Context: an optimization exercise on an open-source flow, tuned for small area, a short achievable clock period and few clock cycles per item. The choices shown serve that exercise and are no tape-out recipe.
Function was checked by simulation only, so behaviour that the tests miss may differ from the original.
Power and IR drop assume default switching activity.

Design cmac16, start of the top module:
module cmac16 (
    input  wire         clk,
    input  wire         rst,         
    input  wire         in_valid,
    output wire         in_ready,
    input  wire [5:0]   in_op,       
    input  wire [3:0]   in_lane,     
    input  wire [4:0]   in_shift,    
    input  wire         in_sat,      
    input  wire [255:0] in_x,        
    input  wire [255:0] in_w,        
    output reg          resp_valid,
    output reg          resp_ovf,
    output reg  [255:0] resp_data
);
    localparam OP_CMAC   = 6'h30;
    localparam OP_CMACZ  = 6'h31;
    localparam OP_CMACJ  = 6'h32;
    localparam OP_CMACJZ = 6'h33;
    localparam OP_CMACE  = 6'h34;
    localparam OP_CMACEZ = 6'h35;
    localparam OP_NARROW = 6'h38;
    localparam OP_NARROWS = 6'h39;
    assign in_ready = 1'b1;
    wire fire = in_valid & ~rst;
    wire is_mac    = (in_op >= OP_CMAC) && (in_op <= OP_CMACEZ);
    wire is_narrow = (in_op == OP_NARROW) || (in_op == OP_NARROWS);
    reg         v0, nar0, sat0;
    reg [4:0]   shift0;
    wire [15:0] wsel = in_w[in_lane*16 +: 16];
    always @(posedge clk) begin
        v0     <= fire;
        nar0   <= fire & is_narrow;
        sat0   <= in_sat;
        shift0 <= in_shift;
    end
    reg         v1;
    reg [16:0]  ps_i [0:15], pc_i [0:15];    
    reg [16:0]  ps_q [0:15], pc_q [0:15];
    always @(posedge clk) begin
        v1     <= v0 & ~rst;
    end
    wire [31:0] acc_i [0:15];
    wire [31:0] acc_q [0:15];
    wire [31:0] mac_ovf;
    wire [31:0] nar_ovf;
    wire [255:0] nar_data;
    wire [15:0]  lane_ovf;
    genvar g;
    generate
        for (g = 0; g < 16; g = g + 1) begin : lane
  ...
Size: roughly 30,000 cells after synthesis, about 3,200 flip-flops, about 790 I/O pins, about 290,000 um2 of cells after synthesis.
==> module cmac16, before the edit <==
module cmac16 (
    input  wire         clk,
    input  wire         rst,         
    input  wire         in_valid,
    output wire         in_ready,
    input  wire [5:0]   in_op,       
    input  wire [3:0]   in_lane,     
    input  wire [4:0]   in_shift,    
    input  wire         in_sat,      
    input  wire [255:0] in_x,        
    input  wire [255:0] in_w,        
    output reg          resp_valid,
    output reg          resp_ovf,
    output reg  [255:0] resp_data
);
    localparam OP_CMAC   = 6'h30;
    localparam OP_CMACZ  = 6'h31;
    localparam OP_CMACJ  = 6'h32;
    localparam OP_CMACJZ = 6'h33;
    localparam OP_CMACE  = 6'h34;
    localparam OP_CMACEZ = 6'h35;
    localparam OP_NARROW = 6'h38;
    localparam OP_NARROWS = 6'h39;
    assign in_ready = 1'b1;
    wire fire = in_valid & ~rst;
    wire is_mac    = (in_op >= OP_CMAC) && (in_op <= OP_CMACEZ);
    wire is_narrow = (in_op == OP_NARROW) || (in_op == OP_NARROWS);
    reg         v0, nar0, sat0;
    reg [4:0]   shift0;
    wire [15:0] wsel = in_w[in_lane*16 +: 16];
    always @(posedge clk) begin
        v0     <= fire;
        nar0   <= fire & is_narrow;
        sat0   <= in_sat;
        shift0 <= in_shift;
    end
    reg         v1;
    reg [16:0]  ps_i [0:15], pc_i [0:15];    
    reg [16:0]  ps_q [0:15], pc_q [0:15];
    always @(posedge clk) begin
        v1     <= v0 & ~rst;
    end
    wire [31:0] acc_i [0:15];
    wire [31:0] acc_q [0:15];
    wire [31:0] mac_ovf;
    wire [31:0] nar_ovf;
    wire [255:0] nar_data;
    wire [15:0]  lane_ovf;
    genvar g;
    generate
        for (g = 0; g < 16; g = g + 1) begin : lane
            wire       mac, elem, conj, clear, sat1, nar1_l;
            wire [4:0] shift1;
            wire [30:7] ge1;
            cmac16_ctl u_c (
                .clk(clk), .rst(rst), .valid(in_valid), .op(in_op),
                .sat0(sat0), .shift0(shift0), .nar0(nar0), .nar1(nar1_l),
                .mac(mac), .elem(elem), .conj(conj),
                .clear(clear), .sat1(sat1), .shift1(shift1), .ge1(ge1));
            reg [7:0] xi, xq, wi, wq;
            reg [3:0] nq0, ni0;
            always @(posedge clk) begin
                {xq, xi} <= in_x[16*g +: 16] & {16{mac}};
                {wq, wi} <= elem ? in_w[16*g +: 16] : wsel;
                nq0 <= {in_x[16*g+15], in_x[16*g+13], in_x[16*g+11], in_x[16*g+9]} ^ {4{~conj}};
                ni0 <= {in_x[16*g+7], in_x[16*g+5], in_x[16*g+3], in_x[16*g+1]} ^ {4{conj}};
            end
            wire [3:0] i_one, i_two, i_neg, q_one, q_two, q_neg;
            genvar k;
            for (k = 0; k < 4; k = k + 1) begin : booth
                wire i_hi = xi[2*k+1];
                wire i_md = xi[2*k];
                wire i_lo = (k == 0) ? 1'b0 : xi[2*k-1];
                wire q_hi = xq[2*k+1];
                wire q_md = xq[2*k];
                wire q_lo = (k == 0) ? 1'b0 : xq[2*k-1];
                assign i_one[k] = i_md ^ i_lo;
                assign i_two[k] = (i_hi & ~i_md & ~i_lo) | (~i_hi & i_md & i_lo);
                assign i_neg[k] = i_hi;
                assign q_one[k] = q_md ^ q_lo;
                assign q_two[k] = (q_hi & ~q_md & ~q_lo) | (~q_hi & q_md & q_lo);
                assign q_neg[k] = q_hi;
            end
            wire [16:0] psi, pci, psq, pcq;
            cmac16_cdot u_i (
                .a_one(i_one), .a_two(i_two), .a_neg(i_neg),
                .b_one(q_one), .b_two(q_two), .b_neg(nq0),
                .wa(wi), .wb(wq), .ps(psi), .pc(pci));
            cmac16_cdot u_q (
                .a_one(q_one), .a_two(q_two), .a_neg(q_neg),
                .b_one(i_one), .b_two(i_two), .b_neg(ni0),
                .wa(wi), .wb(wq), .ps(psq), .pc(pcq));
            always @(posedge clk) begin
                ps_i[g] <= psi;
                pc_i[g] <= pci;
                ps_q[g] <= psq;
                pc_q[g] <= pcq;
            end
            cmac16_acc u_ai (.clk(clk), .clear(clear), .sat(sat1), .ps(ps_i[g]), .pc(pc_i[g]), .acc(acc_i[g]), .ovf(mac_ovf[2*g]));
            cmac16_acc u_aq (.clk(clk), .clear(clear), .sat(sat1), .ps(ps_q[g]), .pc(pc_q[g]), .acc(acc_q[g]), .ovf(mac_ovf[2*g+1]));
            cmac16_nar u_ni (.a(acc_i[g]), .s(shift1), .ge(ge1), .sat(sat1), .y(nar_data[16*g +: 8]), .ovf(nar_ovf[2*g]));
            cmac16_nar u_nq (.a(acc_q[g]), .s(shift1), .ge(ge1), .sat(sat1), .y(nar_data[16*g+8 +: 8]), .ovf(nar_ovf[2*g+1]));
            assign lane_ovf[g] = mac_ovf[2*g] | mac_ovf[2*g+1]
                               | (nar1_l & (nar_ovf[2*g] | nar_ovf[2*g+1]));
        end
    endgenerate
    always @(posedge clk) begin
        resp_valid <= v1 & ~rst;
        resp_ovf   <= |lane_ovf;
        resp_data  <= nar_data;
    end
endmodule
==> module cmac16_ctl, before the edit <==
module cmac16_ctl (
    input  wire       clk,
    input  wire       rst,
    input  wire       valid,
    input  wire [5:0] op,
    input  wire       sat0,
    input  wire [4:0] shift0,
    input  wire       nar0,
    output reg        nar1,
    output wire       mac,      
    output wire       elem,     
    output wire       conj,     
    output wire       clear,
    output reg        sat1,
    output reg  [4:0] shift1,
    output wire [30:7] ge1      
);
    assign mac  = valid & ~rst & (op >= 6'h30) & (op <= 6'h35);
    assign elem = (op == 6'h34) || (op == 6'h35);
    assign conj = (op == 6'h32) || (op == 6'h33);
    wire   repl = (op == 6'h31) || (op == 6'h33) || (op == 6'h35);
    reg repl0, rst1;
    always @(posedge clk) begin
        repl0  <= mac & repl;
        rst1   <= rst;
        sat1   <= sat0;
        shift1 <= shift0;
        nar1   <= nar0;
    end
    assign clear = rst | rst1 | repl0;
    genvar i;
    for (i = 7; i <= 30; i = i + 1) begin : g
        assign ge1[i] = (shift1 <= i - 7);
    end
endmodule
export LEC_CHECK = 0
export CAP_MARGIN = 20
export CORE_MARGIN = 2
export CORE_UTILIZATION = 65
export PLACE_DENSITY = 0.75
export SLEW_MARGIN = 20
export SYNTH_HIERARCHICAL = 1
export TNS_END_PERCENT = 100
create_clock -name core_clock -period 14.0 [get_ports {clk}]
standard.sh (not shown) runs the stock make flow with config.mk's settings and CLKGATE_MAP_FILE= SYNTH_SCRIPT=/design/flow/synth_recipe.tcl, a recipe that flattens the netlist after the stock synthesis.
==> flow/flow/run.sh <==
#!/bin/bash
# Layout flow: the standard ORFS flow (standard.sh), unchanged, run in two
# parts. Floorplan and placement run as standard; from clock tree synthesis
# on, the timing repair steps are asked for a setup slack of SETUP_MARGIN ns
# (flow/setup_margin) at the design's own clock period and constraints, so
# that they keep shortening the worst paths after the design meets the clock.
# (config.mk's SETUP_SLACK_MARGIN stops at 5 ns.) Sizing may change a cell's
# footprint (MATCH_CELL_FOOTPRINT=0), and ports are buffered with buf_4.
# Each tool's full output is in orfs/logs/; standard.sh's own output goes to
# standard_*.log here.
set -euo pipefail
cd "$(dirname "$0")/.."
MARGIN=$(cat flow/setup_margin)
KNOBS=(MATCH_CELL_FOOTPRINT=0 "BUFFER_PORTS_ARGS=-buffer_cell sky130_fd_sc_hd__buf_4")
bash standard.sh "${KNOBS[@]}" SETUP_SLACK_MARGIN=0 place > standard_place.log 2>&1
bash standard.sh "${KNOBS[@]}" SETUP_SLACK_MARGIN="$MARGIN" finish > standard_finish.log 2>&1
==> flow/flow/setup_margin <==
10
The baseline went through all stages and came out clean.
Testbench counts at the start, summed over its fixed seeds: cycles 24,417, items 24,393.
==> next run, changes <==
--- a/flow/design.v
+++ b/flow/design.v
@@ -33,14 +33,18 @@
         nar0   <= fire & is_narrow;
         sat0   <= in_sat;
         shift0 <= in_shift;
     end
     reg         v1;
+    reg [30:7]  ge1;     
+    integer     gi;
     reg [16:0]  ps_i [0:15], pc_i [0:15];    
     reg [16:0]  ps_q [0:15], pc_q [0:15];
     always @(posedge clk) begin
         v1     <= v0 & ~rst;
+        for (gi = 7; gi <= 30; gi = gi + 1)
+            ge1[gi] <= (shift0 <= gi - 7);
     end
     wire [31:0] acc_i [0:15];
     wire [31:0] acc_q [0:15];
     wire [31:0] mac_ovf;
     wire [31:0] nar_ovf;
@@ -49,40 +53,44 @@
     genvar g;
     generate
         for (g = 0; g < 16; g = g + 1) begin : lane
             wire       mac, elem, conj, clear, sat1, nar1_l;
             wire [4:0] shift1;
-            wire [30:7] ge1;
             cmac16_ctl u_c (
                 .clk(clk), .rst(rst), .valid(in_valid), .op(in_op),
                 .sat0(sat0), .shift0(shift0), .nar0(nar0), .nar1(nar1_l),
                 .mac(mac), .elem(elem), .conj(conj),
-                .clear(clear), .sat1(sat1), .shift1(shift1), .ge1(ge1));
-            reg [7:0] xi, xq, wi, wq;
+                .clear(clear), .sat1(sat1), .shift1(shift1));
+            wire [15:0] xg = in_x[16*g +: 16] & {16{mac}};
+            wire [3:0] ei_one, ei_two, eq_one, eq_two;
+            genvar k;
+            for (k = 0; k < 4; k = k + 1) begin : booth
+                wire i_hi = xg[2*k+1];
+                wire i_md = xg[2*k];
+                wire i_lo = (k == 0) ? 1'b0 : xg[2*k-1];
+                wire q_hi = xg[8+2*k+1];
+                wire q_md = xg[8+2*k];
+                wire q_lo = (k == 0) ? 1'b0 : xg[8+2*k-1];
+                assign ei_one[k] = i_md ^ i_lo;
+                assign ei_two[k] = (i_hi & ~i_md & ~i_lo) | (~i_hi & i_md & i_lo);
+                assign eq_one[k] = q_md ^ q_lo;
+                assign eq_two[k] = (q_hi & ~q_md & ~q_lo) | (~q_hi & q_md & q_lo);
+            end
+            reg [3:0] i_one, i_two, i_neg, q_one, q_two, q_neg;
+            reg [7:0] wi, wq;
             reg [3:0] nq0, ni0;
             always @(posedge clk) begin
-                {xq, xi} <= in_x[16*g +: 16] & {16{mac}};
+                i_one <= ei_one;
+                i_two <= ei_two;
+                i_neg <= {xg[7], xg[5], xg[3], xg[1]};
+                q_one <= eq_one;
+                q_two <= eq_two;
+                q_neg <= {xg[15], xg[13], xg[11], xg[9]};
                 {wq, wi} <= elem ? in_w[16*g +: 16] : wsel;
                 nq0 <= {in_x[16*g+15], in_x[16*g+13], in_x[16*g+11], in_x[16*g+9]} ^ {4{~conj}};
                 ni0 <= {in_x[16*g+7], in_x[16*g+5], in_x[16*g+3], in_x[16*g+1]} ^ {4{conj}};
             end
-            wire [3:0] i_one, i_two, i_neg, q_one, q_two, q_neg;
-            genvar k;
-            for (k = 0; k < 4; k = k + 1) begin : booth
-                wire i_hi = xi[2*k+1];
-                wire i_md = xi[2*k];
-                wire i_lo = (k == 0) ? 1'b0 : xi[2*k-1];
-                wire q_hi = xq[2*k+1];
-                wire q_md = xq[2*k];
-                wire q_lo = (k == 0) ? 1'b0 : xq[2*k-1];
-                assign i_one[k] = i_md ^ i_lo;
-                assign i_two[k] = (i_hi & ~i_md & ~i_lo) | (~i_hi & i_md & i_lo);
-                assign i_neg[k] = i_hi;
-                assign q_one[k] = q_md ^ q_lo;
-                assign q_two[k] = (q_hi & ~q_md & ~q_lo) | (~q_hi & q_md & q_lo);
-                assign q_neg[k] = q_hi;
-            end
             wire [16:0] psi, pci, psq, pcq;
             cmac16_cdot u_i (
                 .a_one(i_one), .a_two(i_two), .a_neg(i_neg),
                 .b_one(q_one), .b_two(q_two), .b_neg(nq0),
                 .wa(wi), .wb(wq), .ps(psi), .pc(pci));
@@ -122,12 +130,11 @@
     output wire       mac,      
     output wire       elem,     
     output wire       conj,     
     output wire       clear,
     output reg        sat1,
-    output reg  [4:0] shift1,
-    output wire [30:7] ge1      
+    output reg  [4:0] shift1
 );
     assign mac  = valid & ~rst & (op >= 6'h30) & (op <= 6'h35);
     assign elem = (op == 6'h34) || (op == 6'h35);
     assign conj = (op == 6'h32) || (op == 6'h33);
     wire   repl = (op == 6'h31) || (op == 6'h33) || (op == 6'h35);
@@ -138,14 +145,10 @@
         sat1   <= sat0;
         shift1 <= shift0;
         nar1   <= nar0;
     end
     assign clear = rst | rst1 | repl0;
-    genvar i;
-    for (i = 7; i <= 30; i = i + 1) begin : g
-        assign ge1[i] = (shift1 <= i - 7);
-    end
 endmodule
 module cmac16_acc (
     input  wire        clk,
     input  wire        clear,
     input  wire        sat,
The new run produced a clean layout.
Non-clock buffer count drops by 691.
Sequential cell count climbs by 152.
Count of clock-buffer cells in the layout climbs by 36.
Worst setup slack improved by 0.11 ns.
Critical path depth drops by 6.
Synthesized cell count drops by 0.51%.
Clock skew drops by 0.021 ns.
Design area drops by 2.4%.
Power drops by about 3.6%.
Hold slack got worse by 0.0080 ns.
Maximum frequency climbs by 2.5%.
Testbench counts after the change, summed over its fixed seeds: cycles 24,417, items 24,393.

-- afterwards: timing with drivers on the ports --
In the flow no input, the clock included, has a driving cell. The finished layouts below were timed again as built, in two steps.
Step 1, drivers: a clkbuf_16 drives clk and a buf_2 each remaining input, both assumed.
Step 2, shift: input delay + t, output delay - t, t = (earliest + latest rising clock arrival at the registers) / 2. This alone moves slack from input paths to output paths.
Three values: no drivers, after step 1, after step 2; two values: the first two.
run	t, ns	setup slack, ns	worst hold slack (ns)	worst setup path after step 2	clock arrival spread, ns
the first run	1.174	9.385 / 9.385 / 8.729	0.467 / 0.467 / 0.467	input to register	0.086 / 0.086
the second run	1.154	9.496 / 9.458 / 8.658	0.459 / 0.459 / 0.459	input to register	0.062 / 0.062
After both steps setup and hold are still met in every run listed. The setup slack of the second run, which loses most, moves by -0.038 ns with the drivers and by -0.838 ns with both steps.
